Context: an optimization exercise on an open-source flow, tuned for small area, a short achievable clock period and few clock cycles per item. The choices shown serve that exercise and are no tape-out recipe. Function was checked by simulation only, so behaviour that the tests miss may differ from the original.

==> flow/design.v <==
module zdiv (
    input  wire        clk,
    input  wire        rst,
    input  wire        in_valid,
    output wire        in_ready,
    input  wire [47:0] in_num,
    input  wire [47:0] in_den,
    input  wire [7:0]  in_e,
    output reg         out_valid,
    output wire [47:0] out_q,
    output reg         out_wrap,
    output reg         out_inv
);
    localparam S_IDLE = 2'd0;
    localparam S_RUN  = 2'd1;
    localparam S_FIN  = 2'd2;
    reg [1:0]  state;
    reg [48:0] R;
    reg [47:0] D;
    reg [47:0] Q;
    reg [8:0]  C;
    reg        cle0;     
    reg        cone;     
    reg        neg;
    reg        inv;
    reg        first;
    reg        y48;
    reg        ok;
    assign out_q    = Q;
    wire   ld       = (state == S_IDLE) | (state == S_FIN);
    assign in_ready = ld;
    wire dnorm = D[47] ^ D[46];
    wire d_sk8 = (&D[47:39]) | ~(|D[47:39]);
    wire d_sk2 = (&D[47:45]) | ~(|D[47:45]);
    wire r_sk8 = (&R[47:39]) | ~(|R[47:39]);
    wire r_sk2 = (&R[47:45]) | ~(|R[47:45]);
    wire        same = ~(R[48] ^ D[47]);
    wire [47:0] sum;
    padd48 u_add (.a(R[47:0]), .b(D ^ {48{same}}), .cin(same), .s(sum));
    wire zero_fin = first & ((dnorm & cle0) | inv);
    wire r_skip8  = first & ~zero_fin & r_sk8;
    wire r_skip2  = first & ~zero_fin & ~r_sk8 & r_sk2;
    wire digit    = dnorm & ~zero_fin & ~(first & (r_sk8 | r_sk2));
    wire fill     = zero_fin | (digit & first);
    wire [8:0] dinc = dnorm ? 9'd0 : (d_sk8 ? 9'd8 : (d_sk2 ? 9'd2 : 9'd1));
    wire [8:0] rdec = r_skip8 ? 9'd8 : (r_skip2 ? 9'd2 : (digit ? 9'd1 : 9'd0));
    wire [8:0] c_run = C + dinc - rdec;
    wire [8:0] c_ld  = 9'd2 - {in_e[7], in_e};
    wire [8:0] c_nx  = ld ? c_ld : c_run;
    wire        r_zero = ~(|R);
    wire        rc     = first ? neg : ((R[48] == D[47]) | (D[47] & r_zero));
    wire [48:0] qinc   = {1'b0, Q} + {48'd0, rc};
    wire den_zero = ~(|in_den);
    always @(posedge clk) begin
        if (rst) begin
            state     <= S_IDLE;
            out_valid <= 1'b0;
        end else begin
            out_valid <= (state == S_FIN);
            if (ld)
                state <= in_valid ? S_RUN : S_IDLE;
            else if (state == S_RUN && (zero_fin | (digit & cone)))
                state <= S_FIN;
        end
    end
    always @(posedge clk) begin
        if (state == S_FIN) begin
            Q        <= qinc[47:0];
            out_wrap <= ~ok | (y48 ^ qinc[48] ^ qinc[47]);
            out_inv  <= inv;
        end
        if (ld | (state == S_RUN)) begin
            C    <= c_nx;
            cle0 <= c_nx[8] | (c_nx == 9'd0);
            cone <= (c_nx == 9'd1);
        end
        if (ld) begin
            R     <= {in_num[47], in_num};
            D     <= in_den;
            neg   <= (in_num[47] ^ in_den[47]) & ~den_zero;
            inv   <= den_zero;
            first <= 1'b1;
        end else if (state == S_RUN) begin
            if (~dnorm)
                D <= d_sk8 ? {D[39:0], 8'd0} : (d_sk2 ? {D[45:0], 2'd0} : {D[46:0], 1'b0});
            if (r_skip8)
                R <= {R[40:0], 8'd0};
            else if (r_skip2)
                R <= {R[46:0], 2'd0};
            else if (digit)
                R <= {sum, 1'b0};
            if (digit)
                first <= 1'b0;
            if (fill) begin
                Q   <= {48{neg}};
                y48 <= neg;
                ok  <= 1'b1;
            end else if (digit) begin
                Q   <= {Q[46:0], same};
                y48 <= Q[47];
                ok  <= ok & (y48 == Q[47]);
            end
        end
    end
endmodule
module padd48 (
    input  wire [47:0] a,
    input  wire [47:0] b,
    input  wire        cin,
    output wire [47:0] s
);
    reg [47:0] g, p;
    reg [47:0] gn, pn;
    integer i, k;
    always @(*) begin
        p = a ^ b;
        g = a & b;
        g[0] = g[0] | (p[0] & cin);
        for (k = 1; k < 48; k = k * 2) begin
            gn = g; pn = p;
            for (i = 0; i < 48; i = i + 1)
                if (i & k) begin
                    gn[i] = g[i] | (p[i] & g[(i & ~(k - 1)) - 1]);
                    pn[i] = p[i] & p[(i & ~(k - 1)) - 1];
                end
            g = gn; p = pn;
        end
    end
    wire [47:0] pp = a ^ b;
    assign s = pp ^ {g[46:0], cin};
endmodule
Settings: LEC_CHECK=0, ABC_AREA=1, CAP_MARGIN=20, CORE_MARGIN=2, CORE_UTILIZATION=55, PLACE_DENSITY=0.7, SETUP_SLACK_MARGIN=5, SLEW_MARGIN=20; clock period 10.0 ns.
standard.sh (not shown) runs the stock make flow with config.mk's settings and CLKGATE_MAP_FILE= SYNTH_SCRIPT=/design/flow/synth_recipe.tcl, a recipe that flattens the netlist after the stock synthesis.
==> flow/flow/run.sh <==
#!/bin/bash
# Standard ORFS layout (the standard.sh, standard synthesis unchanged),
# with two changes to how the layout is made:
#  - repair_timing aims for a setup slack margin of 6.5 ns (timing is still
#    constrained and signed off at the design's 10 ns clock);
#  - port buffers use sky130_fd_sc_hd__buf_1 instead of the default choice.
# Each tool's full output stays in orfs/logs; the make output goes to
# standard.log.
set -o pipefail
bash standard.sh \
  "SETUP_SLACK_MARGIN=6.5" \
  "BUFFER_PORTS_ARGS=-buffer_cell sky130_fd_sc_hd__buf_1" \
  finish > standard.log 2>&1
The first run produced a clean layout.
Testbench counts at the start, summed over its fixed seeds: cycles 99,441, items 3,200.
Change:
--- a/flow/design.v
+++ b/flow/design.v
@@ -46,13 +46,27 @@
     wire [8:0] rdec = r_skip8 ? 9'd8 : (r_skip2 ? 9'd2 : (digit ? 9'd1 : 9'd0));
     wire [8:0] c_run = C + dinc - rdec;
     wire [8:0] c_ld  = 9'd2 - {in_e[7], in_e};
     wire [8:0] c_nx  = ld ? c_ld : c_run;
     wire        r_zero = ~(|R);
     wire        rc     = first ? neg : ((R[48] == D[47]) | (D[47] & r_zero));
-    wire [48:0] qinc   = {1'b0, Q} + {48'd0, rc};
+    reg  [48:0] qcy;
+    reg  [6:0]  qbc;
+    integer     qi, qj;
+    always @(*) begin
+        qbc[0] = 1'b1;
+        for (qj = 0; qj < 6; qj = qj + 1)
+            qbc[qj + 1] = qbc[qj] & (&Q[qj * 8 +: 8]);
+        for (qj = 0; qj < 6; qj = qj + 1) begin
+            qcy[qj * 8] = qbc[qj];
+            for (qi = 1; qi < 8; qi = qi + 1)
+                qcy[qj * 8 + qi] = qcy[qj * 8 + qi - 1] & Q[qj * 8 + qi - 1];
+        end
+        qcy[48] = qbc[6];
+    end
+    wire [48:0] qinc   = rc ? {qcy[48], Q ^ qcy[47:0]} : {1'b0, Q};
     wire den_zero = ~(|in_den);
     always @(posedge clk) begin
         if (rst) begin
             state     <= S_IDLE;
             out_valid <= 1'b0;
         end else begin
The new run ran to the end with no violations.
Global-route usage came out lower by 3.1 points.
Wire length came out lower by 10%.
Setup slack got worse by 0.095 ns.
Hold slack got worse by 0.011 ns.
Testbench counts after the change, summed over its fixed seeds: cycles 99,441, items 3,200.

[what the ideal ports hide]
How much do the figures lean on ideal ports? The routed layouts below were timed once more, with nothing changed but the port constraints.
Step 1 (the two cells are an assumption about what drives the block):
set clk [get_ports {clk}]
set_driving_cell -lib_cell sky130_fd_sc_hd__clkbuf_16 $clk
set_driving_cell -lib_cell sky130_fd_sc_hd__buf_2 [delete_from_list [all_inputs] $clk]
Step 2 also shifts input and output timing later by t, the mid clock arrival at the registers, as if the neighbouring blocks saw the same clock.
Slacks: no drivers / after step 1 / after step 2; pairs: no drivers / after step 1.
| run | shift t [ns] | setup slack, ns | worst setup path at the end | clock arrival spread, ns | worst slew at a driven data input, ns |
|---|---|---|---|---|---|
| the first run | 0.496 | 6.529 / 6.489 / 6.529 | register to register | 0.025 / 0.025 | 0.08 |
| the second run | 0.489 | 6.434 / 6.434 / 6.286 | input to register | 0.014 / 0.014 | 0.06 |
After both steps setup and hold are still met in every run listed. For the second run, which loses most, drivers alone change the setup slack by 0.000 ns; drivers and shift together by -0.148 ns.
